Background: an optimization exercise with open tools, aiming at small area and a short achievable clock period. Do not read the settings as production practice.
In this exercise RTL edits were held to simulation tests only and were not proved equivalent to the original.
Power is estimated from default activity; no workload was simulated.

Setup of zinc:
==> flow/design.v (excerpt) <==
module janus_cmp (
    input  wire        clk,
    input  wire        rst,
    input  wire        in_valid,
    input  wire        in_first,
    input  wire        in_last,
    input  wire [3:0]  in_axis,
    input  wire [29:0] in_coded,
    input  wire [23:0] in_plain_a,
    input  wire        in_par_a,
    input  wire [23:0] in_plain_b,
    input  wire        in_par_b,
    input  wire [5:0]  in_flags_plain,
    input  wire [5:0]  in_flags_coded,
    input  wire        cap_first,
    input  wire        clr_cnt,
    input  wire        clr_cap,
    output wire        v_valid,
    output wire [3:0]  v_axis,
    output wire        v_match,
    output wire [1:0]  v_rails,
    output wire [1:0]  v_cause,
    output wire [5:0]  v_word,
    output wire        v_plain_ok,
    output wire        v_coded_ok,
    output wire [23:0] v_plain,
    output wire [29:0] v_coded,
    input  wire [3:0]  rd_addr,
    output reg  [31:0] rd_data
);
Size: roughly 3400 cells after synthesis.
export LEC_CHECK = 0
export CAP_MARGIN = 20
export CORE_MARGIN = 2
export CORE_UTILIZATION = 50
export CTS_CLUSTER_DIAMETER = 90
export CTS_CLUSTER_SIZE = 24
export SLEW_MARGIN = 20
create_clock -name core_clock -period 33.0 [get_ports {clk}]
standard.sh (not shown) runs the stock make flow with config.mk's settings and CLKGATE_MAP_FILE= SYNTH_SCRIPT=/design/flow/synth_recipe.tcl, a recipe that flattens the netlist after the stock synthesis.
==> flow/flow/run.sh <==
#!/bin/bash
# Own layout flow:
#  1. the standard synthesis (standard.sh synth), unchanged;
#  2. the combinational logic between the standard synthesis's flip-flops is
#     mapped again by abc: the cone of rd_data (input to output, the path with
#     the least time) for delay, the rest for area. Flip-flops, their names and
#     cell types are kept as they are;
#  3. the standard layout of that netlist, with small port buffers and a
#     setup margin so that repair_timing sizes the paths that set the period.
# Each tool writes its full log to a file of its own here.
set -euo pipefail
R=orfs/results/${FLOW_PLATFORM}/janus_cmp/base
LIB=$FLOW_HOME/platforms/${FLOW_PLATFORM}/lib/sky130_fd_sc_hd__tt_025C_1v80.lib

bash standard.sh synth > synth.log 2>&1

cp $R/1_2_yosys.v std_synth.v
SEQ=$(grep -o "sky130_fd_sc_hd__[a-z0-9_]*" std_synth.v | sort -u | grep -E "__(df|edf|sdf|sedf|dl|sdl)" | tr '\n' ' ')
RULE=$(for s in $SEQ; do printf ":-%s" $s; done)
DU="-dont_use sky130_fd_sc_hd__probe_p_8 -dont_use sky130_fd_sc_hd__probec_p_8 -dont_use sky130_fd_sc_hd__lpflow_*"
cat > remap.ys <<EOT
read_liberty -ignore_miss_func $LIB
read_verilog std_synth.v
hierarchy -top $FLOW_TOP
blackbox $SEQ
flatten
opt -purge
select -set rd o:rd_data %ci*$RULE
abc -liberty $LIB $DU -dont_use sky130_fd_sc_hd__a222oi_1 -dont_use sky130_fd_sc_hd__a2111oi_0 -D 400 @rd
select -clear
abc -liberty $LIB $DU -script flow/area.abc
opt_clean -purge
splitnets
opt_clean -purge
hilomap -singleton -hicell sky130_fd_sc_hd__conb_1 HI -locell sky130_fd_sc_hd__conb_1 LO
tee -o remap_stat.txt stat -liberty $LIB
write_verilog -noattr -noexpr -nohex -nodec remapped.v
EOT
yosys -s remap.ys > remap.log 2>&1
cp remapped.v $R/1_2_yosys.v
rm -f $R/1_synth.odb $R/1_synth.sdc

bash standard.sh BUFFER_PORTS_ARGS="-buffer_cell sky130_fd_sc_hd__buf_1" SETUP_SLACK_MARGIN=18.3 finish > layout.log 2>&1
==> flow/flow/area.abc <==
strash
ifraig
scorr
dc2
strash
dch -f
amap -F 2 -A 8
strash
dch -f
amap -F 2 -A 8
topo
Relative to zinc, the following input files were edited for fjord:
Settings: CTS_CLUSTER_SIZE: 24 -> unset; CORE_UTILIZATION: 50 -> 40; CTS_CLUSTER_DIAMETER: 90 -> unset.
-- flow/flow/run.sh --
<<< zinc, line 28
select -set rd o:rd_data %ci*$RULE
abc -liberty $LIB $DU -dont_use sky130_fd_sc_hd__a222oi_1 -dont_use sky130_fd_sc_hd__a2111oi_0 -D 400 @rd
select -clear
>>> fjord, line 28
select -set rd o:rd_data %ci*$RULE
abc -liberty $LIB $DU -D 800 @rd
select -clear
<<< zinc, line 42

bash standard.sh BUFFER_PORTS_ARGS="-buffer_cell sky130_fd_sc_hd__buf_1" SETUP_SLACK_MARGIN=18.3 finish > layout.log 2>&1
>>> fjord, line 42

bash standard.sh BUFFER_PORTS_ARGS="-buffer_cell sky130_fd_sc_hd__buf_2" SETUP_SLACK_MARGIN=17.5 finish > layout.log 2>&1
==> flow/flow/area.abc <==
strash
dc2
dch -f
map -a
strash
dch -f
map -a
topo
Notes after the runs:
No run among zinc and fjord stopped early or left any final violation; all are clean. Looking at worst setup path endpoint, the rd_data[14] result is from fjord; the rd_data[20] one comes from zinc. Delta (fjord minus zinc): met1 demand-to-capacity share in global routing now sits lower, share of total power in combinational logic now sits higher. Relative to zinc, maximum fanout count along the critical path has gone up in fjord. Compared with zinc, in fjord total power shows an increase of 0.00040 W, maximum vdd drop shows a reduction of 13 uV, clock group total power shows an increase of about 60%. Diff zinc -> fjord: setup slack moved down; number of stages on the worst setup path has decreased.

* * *

janus_cmp again, from the RTL that the note above started with.
export LEC_CHECK = 0
export CAP_MARGIN = 20
export CORE_MARGIN = 2
export CORE_UTILIZATION = 45
export CTS_CLUSTER_DIAMETER = 90
export CTS_CLUSTER_SIZE = 24
export SLEW_MARGIN = 20
create_clock -name core_clock -period 33.0 [get_ports {clk}]
==> flow/flow/run.sh <==
#!/bin/bash
# Own layout flow:
#  1. the standard synthesis (standard.sh synth), unchanged;
#  2. the combinational logic between the standard synthesis's flip-flops is
#     mapped again by abc: the cone of rd_data (input to output, the path with
#     the least time) for delay, the rest for area. Flip-flops, their names and
#     cell types, and the full-adder cells, are kept as they are;
#  3. the standard layout of that netlist, with small port buffers and a
#     setup margin so that repair_timing sizes the paths that set the period.
# Each tool writes its full log to a file of its own here.
set -euo pipefail
R=orfs/results/${FLOW_PLATFORM}/janus_cmp/base
LIB=$FLOW_HOME/platforms/${FLOW_PLATFORM}/lib/sky130_fd_sc_hd__tt_025C_1v80.lib

bash standard.sh synth > synth.log 2>&1

cp $R/1_2_yosys.v std_synth.v
SEQ=$(grep -o "sky130_fd_sc_hd__[a-z0-9_]*" std_synth.v | sort -u | grep -E "__(df|edf|sdf|sedf|dl|sdl)" | tr '\n' ' ')
RULE=$(for s in $SEQ; do printf ":-%s" $s; done)
# full adders of the standard synthesis are kept as they are too
FA=$(grep -o "sky130_fd_sc_hd__fa_[0-9]*" std_synth.v | sort -u | tr '\n' ' ')
DU="-dont_use sky130_fd_sc_hd__probe_p_8 -dont_use sky130_fd_sc_hd__probec_p_8 -dont_use sky130_fd_sc_hd__lpflow_*"
cat > remap.ys <<EOT
read_liberty -ignore_miss_func $LIB
read_verilog std_synth.v
hierarchy -top $FLOW_TOP
blackbox $SEQ $FA
flatten
opt -purge
select -set rd o:rd_data %ci*$RULE
abc -liberty $LIB $DU -dont_use sky130_fd_sc_hd__a222oi_1 -dont_use sky130_fd_sc_hd__a2111oi_0 -D 400 @rd
select -clear
abc -liberty $LIB $DU -script flow/area.abc
opt_clean -purge
splitnets
opt_clean -purge
hilomap -singleton -hicell sky130_fd_sc_hd__conb_1 HI -locell sky130_fd_sc_hd__conb_1 LO
tee -o remap_stat.txt stat -liberty $LIB
write_verilog -noattr -noexpr -nohex -nodec remapped.v
EOT
yosys -s remap.ys > remap.log 2>&1
cp remapped.v $R/1_2_yosys.v
rm -f $R/1_synth.odb $R/1_synth.sdc

bash standard.sh BUFFER_PORTS_ARGS="-buffer_cell sky130_fd_sc_hd__buf_1" SETUP_SLACK_MARGIN=18.0 finish > layout.log 2>&1
==> flow/flow/area.abc <==
strash
ifraig
scorr
dc2
strash
dch -f
amap -F 2 -A 8
strash
dch -f
amap -F 2 -A 8
topo
The starting point went through all stages and came out clean.
Then changed:
--- a/flow/flow/run.sh
+++ b/flow/flow/run.sh
@@ -7 +7 @@
-#     cell types, and the full-adder cells, are kept as they are;
+#     cell types are kept as they are;
@@ -20,2 +19,0 @@
-# full adders of the standard synthesis are kept as they are too
-FA=$(grep -o "sky130_fd_sc_hd__fa_[0-9]*" std_synth.v | sort -u | tr '\n' ' ')
@@ -27 +25 @@
-blackbox $SEQ $FA
+blackbox $SEQ
=>
- The new run finished clean
- synthesized cell count rises by 12%
- total power falls by 17%
- global-route usage falls by 0.47 points
Then changed:
==> flow/run.sh (new file) <==
#!/bin/bash
# synth_recipe.tcl (not shown) runs the flow's synth.tcl, then flattens the netlist and writes it again
# the make line also repeats each setting of config.mk as NAME=value (left out here)
make -C /OpenROAD-flow-scripts/flow DESIGN_CONFIG=/design/flow/config.mk WORK_HOME=/design/flow/orfs CLKGATE_MAP_FILE= SYNTH_SCRIPT=/design/flow/synth_recipe.tcl finish
- CORE_UTILIZATION: 45 -> 40
- CTS_CLUSTER_DIAMETER: 90 -> default
- CTS_CLUSTER_SIZE: 24 -> default
removed: flow/flow/run.sh
removed: flow/flow/area.abc
removed: flow/standard.sh
What happened: The changed run completed with no timing, DRC or antenna violations. Core utilization came out lower by 4.1 points. Final area came out higher by 14%. Clock-buffer cell count came out higher by 49. Final cell count came out lower by 4.8%. Synthesized cell count came out lower by 7.3%. Die area came out higher by 24%. Via count came out lower by 10%. Fmax came out lower by 9.0%. Worst setup slack gets worse by 1.5 ns. First-iteration DRC count came out higher by 5.3%. Clock power came out higher by 67%.
Then changed:
==> flow/flow/run.sh (new file) <==
#!/bin/bash
# Own layout flow:
#  1. the standard synthesis (standard.sh synth), unchanged;
#  2. the combinational logic between the standard synthesis's flip-flops is
#     mapped again by abc: the cone of rd_data (input to output, the path with
#     the least time) for delay, the rest for area. Flip-flops, their names and
#     cell types are kept as they are;
#  3. the standard layout of that netlist, with small port buffers and a
#     setup margin so that repair_timing sizes the paths that set the period.
# Each tool writes its full log to a file of its own here.
set -euo pipefail
R=orfs/results/${FLOW_PLATFORM}/janus_cmp/base
LIB=$FLOW_HOME/platforms/${FLOW_PLATFORM}/lib/sky130_fd_sc_hd__tt_025C_1v80.lib

bash standard.sh synth > synth.log 2>&1

cp $R/1_2_yosys.v std_synth.v
SEQ=$(grep -o "sky130_fd_sc_hd__[a-z0-9_]*" std_synth.v | sort -u | grep -E "__(df|edf|sdf|sedf|dl|sdl)" | tr '\n' ' ')
RULE=$(for s in $SEQ; do printf ":-%s" $s; done)
DU="-dont_use sky130_fd_sc_hd__probe_p_8 -dont_use sky130_fd_sc_hd__probec_p_8 -dont_use sky130_fd_sc_hd__lpflow_*"
cat > remap.ys <<EOT
read_liberty -ignore_miss_func $LIB
read_verilog std_synth.v
hierarchy -top $FLOW_TOP
blackbox $SEQ
flatten
opt -purge
select -set rd o:rd_data %ci*$RULE
abc -liberty $LIB $DU -dont_use sky130_fd_sc_hd__a222oi_1 -dont_use sky130_fd_sc_hd__a2111oi_0 -D 400 @rd
select -clear
abc -liberty $LIB $DU -script flow/area.abc
opt_clean -purge
splitnets
opt_clean -purge
hilomap -singleton -hicell sky130_fd_sc_hd__conb_1 HI -locell sky130_fd_sc_hd__conb_1 LO
tee -o remap_stat.txt stat -liberty $LIB
write_verilog -noattr -noexpr -nohex -nodec remapped.v
EOT
yosys -s remap.ys > remap.log 2>&1
cp remapped.v $R/1_2_yosys.v
rm -f $R/1_synth.odb $R/1_synth.sdc

bash standard.sh BUFFER_PORTS_ARGS="-buffer_cell sky130_fd_sc_hd__buf_1" SETUP_SLACK_MARGIN=18.0 finish > layout.log 2>&1
==> flow/flow/area.abc (new file) <==
strash
ifraig
scorr
dc2
strash
dch -f
amap -F 2 -A 8
strash
dch -f
amap -F 2 -A 8
topo
==> flow/standard.sh (new file) <==
#!/bin/bash
# synth_recipe.tcl (not shown) runs the flow's synth.tcl, then flattens the netlist and writes it again
# the make line also repeats each setting of config.mk as NAME=value (left out here)
make -C /OpenROAD-flow-scripts/flow DESIGN_CONFIG=/design/flow/config.mk WORK_HOME=/design/flow/orfs CLKGATE_MAP_FILE= SYNTH_SCRIPT=/design/flow/synth_recipe.tcl "${@:-finish}"
- CORE_UTILIZATION: 40 -> 50
- CTS_CLUSTER_DIAMETER: default -> 90
- CTS_CLUSTER_SIZE: default -> 24
removed: flow/run.sh
After rerunning: The changed run completed without violations. Non-clock buffer count goes up by 3. Sequential share of layout area increases by 4.9 points. Via count rises by 13%. Worst setup slack is better by 1.4 ns. Sequential power drops by about 0.7%. Cell count is higher by about 3%. Hold slack is better by 0.023 ns. Power went down by 37%.

* * *

## try-yarrow
janus_cmp again, from the RTL that the note above started with.
Settings: LEC_CHECK=0, CAP_MARGIN=20, CORE_MARGIN=2, CORE_UTILIZATION=50, CTS_CLUSTER_DIAMETER=90, CTS_CLUSTER_SIZE=24, SLEW_MARGIN=20; clock period 33.0 ns.
==> flow/flow/run.sh <==
#!/bin/bash
# Own layout flow:
#  1. the standard synthesis (standard.sh synth), unchanged;
#  2. the combinational logic between the standard synthesis's flip-flops is
#     mapped again by abc: the cone of rd_data (input to output, the path with
#     the least time) for delay, the rest for area. Flip-flops, their names and
#     cell types, and the full-adder cells, are kept as they are;
#  3. the standard layout of that netlist, with small port buffers and a
#     setup margin so that repair_timing sizes the paths that set the period.
# Each tool writes its full log to a file of its own here.
set -euo pipefail
R=orfs/results/${FLOW_PLATFORM}/janus_cmp/base
LIB=$FLOW_HOME/platforms/${FLOW_PLATFORM}/lib/sky130_fd_sc_hd__tt_025C_1v80.lib

bash standard.sh synth > synth.log 2>&1

cp $R/1_2_yosys.v std_synth.v
SEQ=$(grep -o "sky130_fd_sc_hd__[a-z0-9_]*" std_synth.v | sort -u | grep -E "__(df|edf|sdf|sedf|dl|sdl)" | tr '\n' ' ')
RULE=$(for s in $SEQ; do printf ":-%s" $s; done)
# full adders of the standard synthesis are kept as they are too
FA=$(grep -o "sky130_fd_sc_hd__fa_[0-9]*" std_synth.v | sort -u | tr '\n' ' ')
DU="-dont_use sky130_fd_sc_hd__probe_p_8 -dont_use sky130_fd_sc_hd__probec_p_8 -dont_use sky130_fd_sc_hd__lpflow_*"
cat > remap.ys <<EOT
read_liberty -ignore_miss_func $LIB
read_verilog std_synth.v
hierarchy -top $FLOW_TOP
blackbox $SEQ $FA
flatten
opt -purge
select -set rd o:rd_data %ci*$RULE
abc -liberty $LIB $DU -dont_use sky130_fd_sc_hd__a222oi_1 -dont_use sky130_fd_sc_hd__a2111oi_0 -D 400 @rd
select -clear
abc -liberty $LIB $DU -script flow/area.abc
opt_clean -purge
splitnets
opt_clean -purge
hilomap -singleton -hicell sky130_fd_sc_hd__conb_1 HI -locell sky130_fd_sc_hd__conb_1 LO
tee -o remap_stat.txt stat -liberty $LIB
write_verilog -noattr -noexpr -nohex -nodec remapped.v
EOT
yosys -s remap.ys > remap.log 2>&1
cp remapped.v $R/1_2_yosys.v
rm -f $R/1_synth.odb $R/1_synth.sdc

bash standard.sh BUFFER_PORTS_ARGS="-buffer_cell sky130_fd_sc_hd__buf_1" SETUP_SLACK_MARGIN=18.0 finish > layout.log 2>&1
==> flow/flow/area.abc <==
strash
ifraig
scorr
dc2
strash
dch -f
amap -F 2 -A 8
strash
dch -f
amap -F 2 -A 8
topo
try-yarrow reached the final stage; the timing, DRC and antenna checks on its layout passed.
Here is what was changed in the inputs of try-harbor compared with try-yarrow.
# try-yarrow
export LEC_CHECK = 0
export CAP_MARGIN = 20
export CORE_MARGIN = 2
export CORE_UTILIZATION = 50
export CTS_CLUSTER_DIAMETER = 90
export CTS_CLUSTER_SIZE = 24
export SLEW_MARGIN = 20
create_clock -name core_clock -period 33.0 [get_ports {clk}]
# try-harbor
export LEC_CHECK = 0
export CAP_MARGIN = 20
export CORE_MARGIN = 2
export CORE_UTILIZATION = 45
export CTS_CLUSTER_DIAMETER = 90
export CTS_CLUSTER_SIZE = 24
export SLEW_MARGIN = 20
create_clock -name core_clock -period 33.0 [get_ports {clk}]
--- a/flow/flow/run.sh
+++ b/flow/flow/run.sh
@@ -45 +45 @@
-bash standard.sh BUFFER_PORTS_ARGS="-buffer_cell sky130_fd_sc_hd__buf_1" SETUP_SLACK_MARGIN=18.0 finish > layout.log 2>&1
+bash standard.sh BUFFER_PORTS_ARGS="-buffer_cell sky130_fd_sc_hd__buf_1" SETUP_SLACK_MARGIN=17.6 finish > layout.log 2>&1
Results
Looking at critical-path cell with the highest stage delay, the sky130_fd_sc_hd__a22oi_1 result is from try-yarrow; the sky130_fd_sc_hd__buf_4 one comes from try-harbor.
For try-yarrow, the dominant power group was combinational logic, unlike try-harbor, where it was registers.
Taking try-yarrow as the reference, in try-harbor total wire length picked up an extra 2.9%, routed wire length per instance picked up an extra 0.71%, flop-to-flop setup slack picked up an extra 0.23 ns.
try-harbor: done, clean on timing, DRC and antenna
#### Input delta (try-onyx over try-harbor)
# try-harbor
export LEC_CHECK = 0
export CAP_MARGIN = 20
export CORE_MARGIN = 2
export CORE_UTILIZATION = 45
export CTS_CLUSTER_DIAMETER = 90
export CTS_CLUSTER_SIZE = 24
export SLEW_MARGIN = 20
create_clock -name core_clock -period 33.0 [get_ports {clk}]
# try-onyx
export LEC_CHECK = 0
export CAP_MARGIN = 20
export CORE_MARGIN = 2
export CORE_UTILIZATION = 45
export CTS_CLUSTER_DIAMETER = 80
export CTS_CLUSTER_SIZE = 20
export SLEW_MARGIN = 20
create_clock -name core_clock -period 33.0 [get_ports {clk}]
--- a/flow/flow/run.sh
+++ b/flow/flow/run.sh
@@ -31 +31 @@
-abc -liberty $LIB $DU -dont_use sky130_fd_sc_hd__a222oi_1 -dont_use sky130_fd_sc_hd__a2111oi_0 -D 400 @rd
+abc -liberty $LIB $DU -D 800 @rd
@@ -45 +45 @@
-bash standard.sh BUFFER_PORTS_ARGS="-buffer_cell sky130_fd_sc_hd__buf_1" SETUP_SLACK_MARGIN=17.6 finish > layout.log 2>&1
+bash standard.sh BUFFER_PORTS_ARGS="-buffer_cell sky130_fd_sc_hd__buf_2" SETUP_SLACK_MARGIN=18.5 finish > layout.log 2>&1
### Flow results
- try-onyx vs. try-harbor: placed instance count went down 47; mean instance size in the synthesized netlist went up about 0.5%.
- Highest-power group: combinational logic -> try-onyx, registers -> try-harbor
- Comparing try-harbor and try-onyx, the lower sequential share of cell area is on try-onyx.
- Looking at post-layout utilization of the core across try-harbor and try-onyx, the one that comes out lower is try-harbor.
- On portion of total power attributed to sequential cells: try-onyx sits below try-harbor.
- Measured against each other, try-harbor and try-onyx differ in placement-stage worst setup slack, the lower figure coming from try-harbor.
- Multi-input logic portion of the cell area in try-onyx is 1.9 points below try-harbor.
Input changes introduced in try-cedar (baseline for comparison: try-onyx):
--- a/flow/flow/run.sh
+++ b/flow/flow/run.sh
@@ -31 +31 @@
-abc -liberty $LIB $DU -D 800 @rd
+abc -liberty $LIB $DU -dont_use sky130_fd_sc_hd__a222oi_1 -dont_use sky130_fd_sc_hd__a2111oi_0 -D 400 @rd
@@ -45 +45 @@
-bash standard.sh BUFFER_PORTS_ARGS="-buffer_cell sky130_fd_sc_hd__buf_2" SETUP_SLACK_MARGIN=18.5 finish > layout.log 2>&1
+bash standard.sh BUFFER_PORTS_ARGS="-buffer_cell sky130_fd_sc_hd__buf_2" SETUP_SLACK_MARGIN=18.0 finish > layout.log 2>&1
Notes after the runs:
Across try-cedar and try-onyx, the outcome is the same: a clean finish for every run.
Per the comparison of try-cedar with try-onyx, post-synth design cell area went up 0.44%; sum of met3 wire segment lengths after detailed routing fell 3300 um.
[try-cedar] sequential share of layout area rose 1.7 points relative to try-onyx
Compared with try-onyx, in try-cedar number of non-filler instances in the completed layout lost about 0.8%, non-clock buffer count lost 69.

==> what the ideal ports hide <==
In the flow no input, the clock included, has a driving cell. The finished layouts below were timed again as built, in two steps.
Step 1 assumes that a clkbuf_16 drives the clock port and a buf_2 every other input.
Step 2, shift: input delay + t, output delay - t, t = (earliest + latest rising clock arrival at the registers) / 2. This alone moves slack from input paths to output paths.
Slacks: ideal ports / drivers / drivers and shift; pairs: ideal ports / drivers.
| run | t, ns | setup WS [ns] | pins driven straight from the clock port |
|---|---|---|---|
| zinc | 0.690 | 18.088 / 17.982 / 17.982 | 1 |
| fjord | 0.710 | 17.614 / 17.576 / 17.576 | 1 |
| the first run of note 2 | 0.685 | 17.988 / 17.960 / 17.960 | 1 |
| the second run of note 2 | 0.693 | 18.049 / 18.018 / 17.946 | 1 |
| the third run of note 2 | 0.712 | 16.575 / 16.552 / 16.552 | 1 |
| the fourth run of note 2 | 0.684 | 17.961 / 17.937 / 17.836 | 1 |
| try-yarrow | 0.678 | 17.997 / 17.955 / 17.836 | 1 |
| try-harbor | 0.683 | 17.597 / 17.492 / 17.410 | 1 |
| try-onyx | 0.662 | 18.130 / 17.961 / 17.961 | 1 |
| try-cedar | 0.642 | 17.963 / 17.919 / 17.490 | 1 |
After both steps setup and hold are still met in every run listed. For try-cedar, which loses most, drivers alone change the setup slack by -0.044 ns; drivers and shift together by -0.473 ns.
